Source: an optimization exercise on an open RTL-to-GDS flow (aim: small area, a short achievable clock period and few clock cycles). Production flows keep margins and buffers that such runs may drop.
Function was checked by simulation only, so behaviour that the tests miss may differ from the original.
Power is estimated from default activity; no workload was simulated.

Setup of run 1:
==> flow/design.v (excerpt) <==
module dz3_pq_engine (
    input  wire         clk,
    input  wire         rst_n,
    input  wire         cmd_valid,
    output wire         cmd_ready,
    input  wire [1:0]   cmd_op,
    input  wire [5:0]   cmd_x,
    input  wire [5:0]   cmd_y,
    input  wire         in_valid,
    output wire         in_ready,
    input  wire [127:0] in_p,
    input  wire [127:0] in_q,
    input  wire [127:0] in_d,
    output reg          out_valid,
    output reg  [127:0] out_p,
    output reg  [127:0] out_q
);
Size: about 6100 cells after synthesis, about 660 I/O pins, about 44000 um^2 of cells after synthesis.
==> flow/config.mk <==
export PLATFORM = sky130hd
export DESIGN_NAME = dz3_pq_engine
export DESIGN_NICKNAME = dz3_pq_engine
export VERILOG_FILES = /design/flow/design.v
export SDC_FILE = /design/flow/constraint.sdc
export NUM_CORES = 4
export LEC_CHECK = 0
export CAP_MARGIN = 20
export CORE_MARGIN = 2
export CORE_UTILIZATION = 55
export CTS_BUF_LIST = sky130_fd_sc_hd__clkbuf_4 sky130_fd_sc_hd__clkbuf_8
export PLACE_DENSITY = 0.7
export SETUP_SLACK_MARGIN = 3.9
export SLEW_MARGIN = 50
==> flow/constraint.sdc <==
create_clock -name core_clock -period 6.5 [get_ports {clk}]
set_input_delay 1.3000 -clock core_clock [delete_from_list [all_inputs] [get_ports {clk}]]
set_output_delay 1.3000 -clock core_clock [all_outputs]
set_load 0.01 [all_outputs]
standard.sh (not shown) runs the stock make flow with config.mk's settings and CLKGATE_MAP_FILE= SYNTH_SCRIPT=/design/flow/synth_recipe.tcl, a recipe that flattens the netlist after the stock synthesis.
==> flow/flow/run.sh <==
#!/bin/bash
# Standard layout, with two changes to how it is made:
#  - the port buffers are sky130_fd_sc_hd__buf_2 instead of the resizer's default choice;
#  - the pins of each byte lane (in_p, in_q, in_d, out_p, out_q bytes n) are placed as one
#    contiguous group, so each lane's logic sits next to its own pins.
# Each tool's full output goes to a log file in this folder.
set -euo pipefail
GROUPS_ARGS=$(cat flow/pin_groups.txt)
bash standard.sh "BUFFER_PORTS_ARGS=-buffer_cell sky130_fd_sc_hd__buf_2" \
    "PLACE_PINS_ARGS=$GROUPS_ARGS" finish > standard.log 2>&1
Other scripts of this flow, unchanged in this note and not shown: flow/flow/pin_groups.txt
Testbench counts of run 1, summed over its fixed seeds: cycles 49,727.
Relative to run 1, the following input files were edited for run 2:
# run 1
export LEC_CHECK = 0
export CAP_MARGIN = 20
export CORE_MARGIN = 2
export CORE_UTILIZATION = 55
export CTS_BUF_LIST = sky130_fd_sc_hd__clkbuf_4 sky130_fd_sc_hd__clkbuf_8
export PLACE_DENSITY = 0.7
export SETUP_SLACK_MARGIN = 3.9
export SLEW_MARGIN = 50
create_clock -name core_clock -period 6.5 [get_ports {clk}]
# run 2
export LEC_CHECK = 0
export CAP_MARGIN = 20
export CORE_MARGIN = 2
export CORE_UTILIZATION = 50
export PLACE_DENSITY = 0.6
export SETUP_SLACK_MARGIN = 3.6
export SLEW_MARGIN = 20
create_clock -name core_clock -period 6.5 [get_ports {clk}]
Notes after the runs:
Final RePlAce weighted congestion for run 2: about 11% up relative to run 1
[compare] base=run 1 new=run 2: TritonCTS buffer count decreased 19, total power climbed 0.73%.
The routed wire length number comes out higher for run 2 vs run 1.
Any difference in multi-input combinational cell count between run 1 and run 2 is small enough to ignore.
Sequential share of power ended up 0.5 points higher on run 2 than on run 1.
Where pre-CTS worst setup slack is concerned, run 1 is better than run 2.
> inputs changed (run 2 -> run 3)
# run 2
export LEC_CHECK = 0
export CAP_MARGIN = 20
export CORE_MARGIN = 2
export CORE_UTILIZATION = 50
export PLACE_DENSITY = 0.6
export SETUP_SLACK_MARGIN = 3.6
export SLEW_MARGIN = 20
create_clock -name core_clock -period 6.5 [get_ports {clk}]
# run 3
export LEC_CHECK = 0
export CAP_MARGIN = 20
export CORE_MARGIN = 2
export CORE_UTILIZATION = 55
export CTS_BUF_LIST = sky130_fd_sc_hd__clkbuf_4 sky130_fd_sc_hd__clkbuf_8
export PLACE_DENSITY = 0.75
export SETUP_SLACK_MARGIN = 3.9
export SLEW_MARGIN = 50
create_clock -name core_clock -period 6.5 [get_ports {clk}]
[summary]
For run 3, the launch point of the critical path was out_q[61]$_DFF_P_, unlike run 2, where it was m2[54]$_DFFE_PP_. Run 2 → run 3: met1 routed wirelength after detailed routing now sits lower; clock tree skew after final layout rose by 0.0092 ns; via count increased by 1099 relative to the old numbers. Worst setup path endpoint = out_q[68]$_DFF_P_: run 2; worst setup path endpoint = out_q[61]: run 3. Looking at type of the setup path with the least slack, the reg -> reg result is from run 2; the reg -> out one comes from run 3.
[inputs] run 4 vs run 3
# run 3
export LEC_CHECK = 0
export CAP_MARGIN = 20
export CORE_MARGIN = 2
export CORE_UTILIZATION = 55
export CTS_BUF_LIST = sky130_fd_sc_hd__clkbuf_4 sky130_fd_sc_hd__clkbuf_8
export PLACE_DENSITY = 0.75
export SETUP_SLACK_MARGIN = 3.9
export SLEW_MARGIN = 50
create_clock -name core_clock -period 6.5 [get_ports {clk}]
# run 4
export LEC_CHECK = 0
export CAP_MARGIN = 20
export CORE_MARGIN = 2
export CORE_UTILIZATION = 50
export PLACE_DENSITY = 0.6
export SETUP_SLACK_MARGIN = 3.6
export SLEW_MARGIN = 50
create_clock -name core_clock -period 6.5 [get_ports {clk}]
### Flow results
Run 4 completed every stage of the flow, and the final layout passed the timing, design-rule and antenna checks.
Met1 track utilization from global routing (lower): run 3
Higher worst-margin pin slew was reported by run 4, not run 3.
Taking run 3 as the reference point, the global-route met2 utilization of run 4 falls by 1.1 points.
Run 3 → run 4: number of antenna repair diodes went down; total power went up by 1.8%.
When the final numbers for run 4 and run 3 were put side by side, the post-route standard cell area excluding fillers turned out to be greater in run 3.
Clock period minus final worst setup slack (run 4 over run 3): increase, 0.23 ns
> inputs changed (run 4 -> run 5)
# run 4
export LEC_CHECK = 0
export CAP_MARGIN = 20
export CORE_MARGIN = 2
export CORE_UTILIZATION = 50
export PLACE_DENSITY = 0.6
export SETUP_SLACK_MARGIN = 3.6
export SLEW_MARGIN = 50
create_clock -name core_clock -period 6.5 [get_ports {clk}]
# run 5
export LEC_CHECK = 0
export CAP_MARGIN = 20
export CORE_MARGIN = 2
export CORE_UTILIZATION = 60
export PLACE_DENSITY = 0.75
export SETUP_SLACK_MARGIN = 4.0
export SLEW_MARGIN = 50
create_clock -name core_clock -period 6.5 [get_ports {clk}]
Results
Run 5 against run 4: average detailed-routed wire length per instance fell by 3.2%, clock skew decreased 0.064 ns, minimum period implied by the final worst setup slack lost 0.27 ns, post-detailed-placement cell area shows an increase of about 5.3%, sequential share of cell area saw a decrease.
Run 5 ends up with a first-pass GRT wire length that is about 6% lower than in run 4.
Antenna cell count ended up 25% higher on run 5 than on run 4.
Relative to run 4, the first-iteration DRC count measured on run 5 has increased slightly.

* * *

Starting RTL as in the previous note.
==> flow/design.v (excerpt) <==
module dz3_pq_engine (
    input  wire         clk,
    input  wire         rst_n,
    input  wire         cmd_valid,
    output wire         cmd_ready,
    input  wire [1:0]   cmd_op,
    input  wire [5:0]   cmd_x,
    input  wire [5:0]   cmd_y,
    input  wire         in_valid,
    output wire         in_ready,
    input  wire [127:0] in_p,
    input  wire [127:0] in_q,
    input  wire [127:0] in_d,
    output reg          out_valid,
    output reg  [127:0] out_p,
    output reg  [127:0] out_q
);
clock: 6.5 ns
lec_check: 0
cap_margin: 20
core_margin: 2
core_utilization: 50
place_density: 0.6
setup_slack_margin: 4.15
slew_margin: 50
Scripts as last shown in full above: flow/flow/run.sh
Other scripts of this flow, unchanged in this note and not shown: flow/flow/pin_groups.txt
The starting point passed the timing, design-rule and antenna checks.
Testbench counts at the start, summed over its fixed seeds: cycles 49,727.
Then changed:
CORE_UTILIZATION = 55   (was 50)
PLACE_DENSITY = 0.7   (was 0.6)
SETUP_SLACK_MARGIN = 3.9   (was 4.15)
Outcome:
- The changed run completed without violations
- register-to-register slack gets worse by 60 ps
- global-route usage shrinks by 2.2 points
- hold slack barely changes
- total power fell by about 17%
- setup slack is worse by 61 ps
- routed wire length shrinks by 17%
- non-clock buffer count fell by 225
Then changed:
CTS_BUF_LIST = sky130_fd_sc_hd__clkbuf_2 sky130_fd_sc_hd__clkbuf_4 sky130_fd_sc_hd__clkbuf_8   (was not set)
SETUP_SLACK_MARGIN = 3.95   (was 3.9)
What happened: Fmax went up by a few percent. Via count went up slightly. Cell count went up slightly. Clock-buffer cell count went up by 38.
Then changed:
CORE_UTILIZATION = 50   (was 55)
CTS_BUF_LIST = not set   (was sky130_fd_sc_hd__clkbuf_2 sky130_fd_sc_hd__clkbuf_4 sky130_fd_sc_hd__clkbuf_8)
PLACE_DENSITY = 0.6   (was 0.7)
SETUP_SLACK_MARGIN = 3.9   (was 3.95)
- The new run produced a clean layout
- power came out lower by 1.3%
- sequential power stays flat
- cell count stays flat
- sequential share of layout area rises by 0.47 points

* * *

dz3_pq_engine again, from the RTL that the note above started with.
Settings: LEC_CHECK=0, CAP_MARGIN=20, CORE_MARGIN=2, CORE_UTILIZATION=50, PLACE_DENSITY=0.6, SETUP_SLACK_MARGIN=3.9, SLEW_MARGIN=20; clock period 6.5 ns.
==> flow/flow/run.sh <==
#!/bin/bash
# Standard layout, with the port buffers made of sky130_fd_sc_hd__buf_2 instead of the
# resizer's default choice. Each tool's full output goes to a log file in this folder.
set -euo pipefail
bash standard.sh "BUFFER_PORTS_ARGS=-buffer_cell sky130_fd_sc_hd__buf_2" finish > standard.log 2>&1
The first run passed the timing, design-rule and antenna checks.
Testbench counts at the start, summed over its fixed seeds: cycles 49,727.
Edit:
Settings changed: ABC_CLOCK_PERIOD_IN_PS set to 3000, SETUP_SLACK_MARGIN 3.9 to 3.3.
What happened:
- core utilization came out lower by 3.4 points
- register-to-register slack degrades by 670 ps
- synthesized cell count does not change
- sequential cell count is unchanged
- die area stays the same
- clock power came out higher by about 5%
- routed wire length came out lower by 4.6%
- non-clock buffer count came out lower by 86

* * *

dz3_pq_engine, a different RTL version from the one above (not shown whole).
Size in the first run: ~6200 cells after synthesis, about 370 flip-flops, roughly 660 I/O pins, ~45000 sq um of cells after synthesis.
Design dz3_pq_engine, start of the top module:
module dz3_pq_engine (
    input  wire         clk,
    input  wire         rst_n,
    input  wire         cmd_valid,
    output wire         cmd_ready,
    input  wire [1:0]   cmd_op,
    input  wire [5:0]   cmd_x,
    input  wire [5:0]   cmd_y,
    input  wire         in_valid,
    output wire         in_ready,
    input  wire [127:0] in_p,
    input  wire [127:0] in_q,
    input  wire [127:0] in_d,
    output reg          out_valid,
    output reg  [127:0] out_p,
    output reg  [127:0] out_q
);
    localparam [1:0] OP_ACC   = 2'd0;
    localparam [1:0] OP_ACC_P = 2'd1;
    localparam [1:0] OP_REC1Q = 2'd2;
    localparam [1:0] OP_REC2  = 2'd3;
    localparam [2:0] PH_IDLE = 3'd0;    
    localparam [2:0] PH_ZD   = 3'd1;    
    localparam [2:0] PH_ZR   = 3'd2;    
    localparam [2:0] PH_DOWN = 3'd3;    
    localparam [2:0] PH_UP   = 3'd4;    
    function [7:0] zech_inv;
        input [5:0] n;
        begin
            case (n)
            6'd0: zech_inv = 8'h00;
            6'd1: zech_inv = 8'hF4;
            6'd2: zech_inv = 8'hA7;
            6'd3: zech_inv = 8'h9D;
            6'd4: zech_inv = 8'h72;
            6'd5: zech_inv = 8'hED;
            6'd6: zech_inv = 8'h5F;
            6'd7: zech_inv = 8'h54;
            6'd8: zech_inv = 8'hA0;
            6'd9: zech_inv = 8'hA9;
            6'd10: zech_inv = 8'hFB;
            6'd11: zech_inv = 8'h74;
            6'd12: zech_inv = 8'h85;
            6'd13: zech_inv = 8'hE4;
            6'd14: zech_inv = 8'hC0;
            6'd15: zech_inv = 8'h8A;
            6'd16: zech_inv = 8'h67;
            6'd17: zech_inv = 8'hDC;
            6'd18: zech_inv = 8'h26;
            6'd19: zech_inv = 8'h63;
            6'd20: zech_inv = 8'hF2;
            6'd21: zech_inv = 8'hE9;
            6'd22: zech_inv = 8'hB4;
            6'd23: zech_inv = 8'hD2;
            6'd24: zech_inv = 8'h02;
            6'd25: zech_inv = 8'h8E;
            6'd26: zech_inv = 8'hBA;
            6'd27: zech_inv = 8'hAA;
            6'd28: zech_inv = 8'hDE;
            6'd29: zech_inv = 8'h89;
            6'd30: zech_inv = 8'h57;
            6'd31: zech_inv = 8'h59;
            6'd32: zech_inv = 8'hAC;
            6'd33: zech_inv = 8'h2C;
            6'd34: zech_inv = 8'h93;
            6'd35: zech_inv = 8'h09;
  ...
Settings: LEC_CHECK=0, CAP_MARGIN=20, CORE_MARGIN=2, CORE_UTILIZATION=50, PLACE_DENSITY=0.6, SLEW_MARGIN=20; clock period 6.5 ns.
run.sh (not shown) runs the stock make flow with config.mk's settings and CLKGATE_MAP_FILE= SYNTH_SCRIPT=/design/flow/synth_recipe.tcl, a recipe that flattens the netlist after the stock synthesis.
Stock flow here: none of the scripts above is used.
Testbench counts at the start, summed over its fixed seeds: cycles 49,728.
Edit:
--- a/flow/config.mk
+++ b/flow/config.mk
@@ -7,2 +7,3 @@
 export LEC_CHECK = 0
+export ABC_CLOCK_PERIOD_IN_PS = 3000
 export CAP_MARGIN = 20
@@ -11,2 +12,3 @@
 export PLACE_DENSITY = 0.6
+export SETUP_SLACK_MARGIN = 3.0
 export SLEW_MARGIN = 20
The new run ran to the end with no violations.
Clock-buffer cell count climbs by 4.
Power rose by 2.9%.
Via count climbs by 0.43%.
Synthesized cell count does not change.
Wire length goes up by 1.7%.

* * *

dz3_pq_engine with an RTL version that a note above also has.
Size in the first run: about 6100 cells after synthesis, about 370 flip-flops.
clock: 6.5 ns
lec_check: 0
cap_margin: 20
core_margin: 2
core_utilization: 60
place_density: 0.7
setup_slack_margin: 3.45
slew_margin: 20
standard.sh (not shown) runs the stock make flow with config.mk's settings and CLKGATE_MAP_FILE= SYNTH_SCRIPT=/design/flow/synth_recipe.tcl, a recipe that flattens the netlist after the stock synthesis.
Scripts as last shown in full above: flow/flow/run.sh
The starting point ran to the end with no violations.
Testbench counts at the start, summed over its fixed seeds: cycles 49,727.
Change:
Settings changed: CORE_UTILIZATION 60 to 50, PLACE_DENSITY 0.7 to 0.6, SETUP_SLACK_MARGIN 3.45 to 3.6.
Outcome: The changed run completed with no timing, DRC or antenna violations. Design area went up by about 1.2%. Die area went up by about 20%. Sequential cell count stays the same. Via count went down by 2.3%. Synthesized cell count does not change.

* * *

Setup of the baseline:
The RTL this note starts from:
==> flow/design.v <==
module dz3_pq_engine (
    input  wire         clk,
    input  wire         rst_n,
    input  wire         cmd_valid,
    output wire         cmd_ready,
    input  wire [1:0]   cmd_op,
    input  wire [5:0]   cmd_x,
    input  wire [5:0]   cmd_y,
    input  wire         in_valid,
    output wire         in_ready,
    input  wire [127:0] in_p,
    input  wire [127:0] in_q,
    input  wire [127:0] in_d,
    output reg          out_valid,
    output reg  [127:0] out_p,
    output reg  [127:0] out_q
);
    localparam [1:0] OP_ACC   = 2'd0;
    localparam [1:0] OP_ACC_P = 2'd1;
    localparam [1:0] OP_REC1Q = 2'd2;
    localparam [1:0] OP_REC2  = 2'd3;
    localparam [2:0] PH_IDLE = 3'd0;    
    localparam [2:0] PH_ZD   = 3'd1;    
    localparam [2:0] PH_ZR   = 3'd2;    
    localparam [2:0] PH_DOWN = 3'd3;    
    localparam [2:0] PH_UP   = 3'd4;    
    function [7:0] zech_inv;
        input [5:0] n;
        begin
            case (n)
            6'd0: zech_inv = 8'h00;
            6'd1: zech_inv = 8'hF4;
            6'd2: zech_inv = 8'hA7;
            6'd3: zech_inv = 8'h9D;
            6'd4: zech_inv = 8'h72;
            6'd5: zech_inv = 8'hED;
            6'd6: zech_inv = 8'h5F;
            6'd7: zech_inv = 8'h54;
            6'd8: zech_inv = 8'hA0;
            6'd9: zech_inv = 8'hA9;
            6'd10: zech_inv = 8'hFB;
            6'd11: zech_inv = 8'h74;
            6'd12: zech_inv = 8'h85;
            6'd13: zech_inv = 8'hE4;
            6'd14: zech_inv = 8'hC0;
            6'd15: zech_inv = 8'h8A;
            6'd16: zech_inv = 8'h67;
            6'd17: zech_inv = 8'hDC;
            6'd18: zech_inv = 8'h26;
            6'd19: zech_inv = 8'h63;
            6'd20: zech_inv = 8'hF2;
            6'd21: zech_inv = 8'hE9;
            6'd22: zech_inv = 8'hB4;
            6'd23: zech_inv = 8'hD2;
            6'd24: zech_inv = 8'h02;
            6'd25: zech_inv = 8'h8E;
            6'd26: zech_inv = 8'hBA;
            6'd27: zech_inv = 8'hAA;
            6'd28: zech_inv = 8'hDE;
            6'd29: zech_inv = 8'h89;
            6'd30: zech_inv = 8'h57;
            6'd31: zech_inv = 8'h59;
            6'd32: zech_inv = 8'hAC;
            6'd33: zech_inv = 8'h2C;
            6'd34: zech_inv = 8'h93;
            6'd35: zech_inv = 8'h09;
            6'd36: zech_inv = 8'h60;
            6'd37: zech_inv = 8'h1E;
            6'd38: zech_inv = 8'hBC;
            6'd39: zech_inv = 8'hA4;
            6'd40: zech_inv = 8'hB3;
            6'd41: zech_inv = 8'h43;
            6'd42: zech_inv = 8'hEB;
            6'd43: zech_inv = 8'hDA;
            6'd44: zech_inv = 8'h6A;
            6'd45: zech_inv = 8'h12;
            6'd46: zech_inv = 8'hC7;
            6'd47: zech_inv = 8'h39;
            6'd48: zech_inv = 8'h04;
            6'd49: zech_inv = 8'h69;
            6'd50: zech_inv = 8'h47;
            6'd51: zech_inv = 8'h98;
            6'd52: zech_inv = 8'h3E;
            6'd53: zech_inv = 8'hD0;
            6'd54: zech_inv = 8'h23;
            6'd55: zech_inv = 8'h82;
            6'd56: zech_inv = 8'h97;
            6'd57: zech_inv = 8'h7B;
            6'd58: zech_inv = 8'h52;
            6'd59: zech_inv = 8'hF6;
            6'd60: zech_inv = 8'hC5;
            6'd61: zech_inv = 8'h2F;
            6'd62: zech_inv = 8'h91;
            6'd63: zech_inv = 8'h1C;
            endcase
        end
    endfunction
    function [63:0] gf_mat;
        input [7:0] c;
        reg   [7:0] x;
        integer j;
        begin
            x = c;
            for (j = 0; j < 8; j = j + 1) begin
                gf_mat[8*j +: 8] = x;
                x = {x[6:0], 1'b0} ^ (x[7] ? 8'h1D : 8'h00);
            end
        end
    endfunction
    reg       p_valid;
    reg       p_free;      
    reg [1:0] p_op;
    reg [5:0] p_x;
    reg [5:0] p_y;
    reg [2:0] ph;
    reg [5:0] cnt;
    reg       xlt;         
    reg [7:0] r;           
    reg [7:0] A;           
    reg       streaming;   
    reg [8:0] bcnt;
    reg       at_last;     
    reg [1:0] d_op;
    reg [63:0] m1;
    reg [63:0] m2;
    assign cmd_ready = p_free;
    assign in_ready  = streaming;
    wire fire_cmd  = cmd_valid && p_free;
    wire fire_in   = in_valid && streaming;
    wire last_beat = fire_in && at_last;
    wire p_ready   = p_valid && (ph == PH_IDLE);
    wire load_d    = p_ready && (!streaming || last_beat);
    wire [7:0] r_up   = {r[6:0], 1'b0} ^ (r[7] ? 8'h1D : 8'h00);    
    wire [7:0] r_down = {1'b0, r[7:1]} ^ (r[0] ? 8'h8E : 8'h00);    
    wire       x_lt_y = (p_x < p_y);
    wire [5:0] d_xy   = x_lt_y ? (p_y - p_x) : (p_x - p_y);
    always @(posedge clk) begin
        if (!rst_n) begin
            p_valid <= 1'b0;
            p_free  <= 1'b1;
            ph      <= PH_IDLE;
        end else begin
            if (fire_cmd) begin
                p_valid <= 1'b1;
                p_free  <= 1'b0;
                p_op    <= cmd_op;
                p_x     <= cmd_x;
                p_y     <= cmd_y;
                cnt     <= cmd_x;
                r       <= 8'd1;
                A       <= 8'd1;
                case (cmd_op)
                    OP_ACC:   ph <= PH_UP;
                    OP_ACC_P: begin ph <= PH_IDLE; r <= 8'd0; end
                    OP_REC1Q: ph <= PH_DOWN;
                    default:  ph <= PH_ZD;
                endcase
            end else if (load_d) begin
                p_valid <= 1'b0;
                p_free  <= 1'b1;
            end
            case (ph)
                PH_ZD: begin
                    xlt <= x_lt_y;
                    cnt <= d_xy;
                    ph  <= PH_ZR;
                end
                PH_ZR: begin
                    r   <= zech_inv(cnt);
                    cnt <= xlt ? p_x : p_y;
                    ph  <= PH_DOWN;
                end
                PH_DOWN: begin
                    if (cnt != 6'd0) begin
                        r   <= r_down;
                        cnt <= cnt - 6'd1;
                    end else begin
                        A <= r;
                        if (p_op == OP_REC2) begin
                            cnt <= p_y;
                            ph  <= PH_UP;
                        end else begin
                            r   <= 8'd0;
                            ph  <= PH_IDLE;
                        end
                    end
                end
                PH_UP: begin
                    if (cnt != 6'd0) begin
                        r   <= r_up;
                        cnt <= cnt - 6'd1;
                    end else begin
                        ph  <= PH_IDLE;
                    end
                end
                default: ;
            endcase
        end
    end
    always @(posedge clk) begin
        if (!rst_n) begin
            streaming <= 1'b0;
            bcnt      <= 9'd0;
            at_last   <= 1'b0;
        end else begin
            if (fire_in) begin
                bcnt    <= at_last ? 9'd0 : bcnt + 9'd1;
                at_last <= (bcnt == 9'd256);
            end
            if (load_d)
                streaming <= 1'b1;
            else if (last_beat)
                streaming <= 1'b0;
        end
    end
    always @(posedge clk) begin
        if (load_d) begin
            d_op <= p_op;
            m1   <= gf_mat(r);
            m2   <= gf_mat(A);
        end
    end
    always @(posedge clk) begin
        if (!rst_n)
            out_valid <= 1'b0;
        else
            out_valid <= fire_in;
    end
    wire d_rec   = d_op[1];
    wire d_rec1q = (d_op == OP_REC1Q);
    wire d_rec2  = (d_op == OP_REC2);
    reg [127:0] res_p;
    reg [127:0] res_q;
    reg [7:0]   sum, a, q, e;
    integer n, i, j;
    always @(*) begin
        for (n = 0; n < 16; n = n + 1) begin
            a = d_rec ? in_p[8*n +: 8] : in_d[8*n +: 8];
            q = in_q[8*n +: 8];
            e = d_rec ? in_p[8*n +: 8] : (in_p[8*n +: 8] ^ in_d[8*n +: 8]);
            for (i = 0; i < 8; i = i + 1) begin
                sum[i] = 1'b0;
                for (j = 0; j < 8; j = j + 1)
                    sum[i] = sum[i] ^ (m1[8*j+i] & a[j]) ^ (m2[8*j+i] & q[j]);
            end
            res_p[8*n +: 8] = d_rec ? sum : e;
            res_q[8*n +: 8] = (d_rec1q ? 8'd0 : sum) ^ (d_rec2 ? e : 8'd0);
        end
    end
    always @(posedge clk) begin
        out_p <= res_p;
        out_q <= res_q;
    end
endmodule
export LEC_CHECK = 0
export ABC_CLOCK_PERIOD_IN_PS = 3000
export CAP_MARGIN = 20
export CORE_MARGIN = 2
export CORE_UTILIZATION = 50
export PLACE_DENSITY = 0.6
export SETUP_SLACK_MARGIN = 3.5
export SLEW_MARGIN = 20
create_clock -name core_clock -period 6.5 [get_ports {clk}]
Scripts as last shown in full above: flow/flow/run.sh
The baseline went all the way through synthesis, placement and routing and the layout is clean on timing, DRC and antenna.
Testbench counts of the baseline, summed over its fixed seeds: cycles 49,728.
## Diff of input files: the candidate against the baseline
==> flow/run.sh (new file) <==
#!/bin/bash
# synth_recipe.tcl (not shown) runs the flow's synth.tcl, then flattens the netlist and writes it again
# the make line also repeats each setting of config.mk as NAME=value (left out here)
make -C /OpenROAD-flow-scripts/flow DESIGN_CONFIG=/design/flow/config.mk WORK_HOME=/design/flow/orfs CLKGATE_MAP_FILE= SYNTH_SCRIPT=/design/flow/synth_recipe.tcl finish
removed: flow/flow/run.sh
removed: flow/standard.sh
==> comparison <==
The flow did not stop early for the candidate: all stages ran, and the layout cleared the timing, design-rule and antenna checks.
For count of clock-buffer cells in the layout, dividing the value from the candidate by the value from the baseline gives 0.857.
Re worst hold slack: the baseline and the candidate aren't equal, and the higher value belongs to the baseline.
Combined area of the multi-input logic cells | the candidate above the baseline
Diff the baseline -> the candidate: highest fanout seen on the critical path decreased 3, routed wire length per instance rose by about 6%.
Of the baseline and the candidate, the run reporting the higher number of antenna violations at the first check in global routing was the candidate.
Taking the baseline as the reference, in the candidate relative contribution of the clock network to total power moved down; fraction of standard cell area that is sequential moved down; area of all placed cells without fillers moved up.
Cmp the baseline and the candidate / routed wire length / higher: the candidate
Comparing the baseline and the candidate, the lower layout overhead on the synthesized area is on the baseline.

==> separate check: timing with driven ports <==
How much do the figures lean on ideal ports? The routed layouts below were timed once more, with nothing changed but the port constraints.
Step 1 sets driving cells, clkbuf_16 on the clock port and buf_2 on the other inputs (assumed; they add their load-dependent delay and slew).
Step 2 also shifts input and output timing later by t, the mid clock arrival at the registers, as if the neighbouring blocks saw the same clock.
Three values: no drivers, after step 1, after step 2; two values: the first two.
| run | shift t [ns] | slack for setup (ns) | worst setup path at the end | clock arrival spread, ns | worst register clock-pin slew, ns |
|---|---|---|---|---|---|
| run 1 | 0.777 | 3.916 / 3.894 / 3.252 | input to register | 0.044 / 0.044 | 0.07 / 0.07 |
| run 2 | 0.692 | 3.605 / 3.605 / 3.124 | input to register | 0.033 / 0.032 | 0.07 / 0.07 |
| run 3 | 0.774 | 3.903 / 3.841 / 3.211 | input to register | 0.040 / 0.041 | 0.08 / 0.08 |
| run 4 | 0.666 | 3.669 / 3.669 / 3.147 | input to register | 0.080 / 0.080 | 0.08 / 0.08 |
| run 5 | 0.656 | 3.939 / 3.887 / 3.231 | input to register | 0.015 / 0.016 | 0.06 / 0.06 |
| the first run of note 2 | 0.675 | 3.944 / 3.944 / 3.270 | input to register | 0.033 / 0.033 | 0.07 / 0.07 |
| the second run of note 2 | 0.670 | 3.883 / 3.880 / 3.210 | input to register | 0.021 / 0.022 | 0.07 / 0.07 |
| the third run of note 2 | 0.744 | 3.950 / 3.936 / 3.260 | input to register | 0.032 / 0.033 | 0.08 / 0.08 |
| the fourth run of note 2 | 0.679 | 3.875 / 3.868 / 3.189 | input to register | 0.030 / 0.029 | 0.06 / 0.06 |
| the first run of note 3 | 0.677 | 3.791 / 3.794 / 3.116 | input to register | 0.033 / 0.033 | 0.07 / 0.07 |
| the second run of note 3 | 0.703 | 3.219 / 3.219 / 2.865 | input to register | 0.031 / 0.032 | 0.08 / 0.08 |
| the first run of note 4 | 0.716 | 2.551 / 2.551 / 2.118 | input to register | 0.046 / 0.046 | 0.07 / 0.07 |
| the second run of note 4 | 0.702 | 3.008 / 2.996 / 2.294 | input to register | 0.086 / 0.086 | 0.06 / 0.06 |
| the first run of note 5 | 0.665 | 3.413 / 3.413 / 2.834 | input to register | 0.044 / 0.044 | 0.07 / 0.07 |
| the second run of note 5 | 0.674 | 3.580 / 3.580 / 2.973 | input to register | 0.054 / 0.054 | 0.06 / 0.06 |
| the baseline | 0.716 | 3.109 / 3.109 / 2.595 | input to register | 0.027 / 0.027 | 0.07 / 0.07 |
| the candidate | 0.724 | 3.098 / 3.098 / 2.453 | input to register | 0.036 / 0.036 | 0.07 / 0.07 |
After both steps every run listed still meets setup and hold. For the second run of note 4, which loses most, drivers alone change the setup slack by -0.012 ns; drivers and shift together by -0.714 ns.
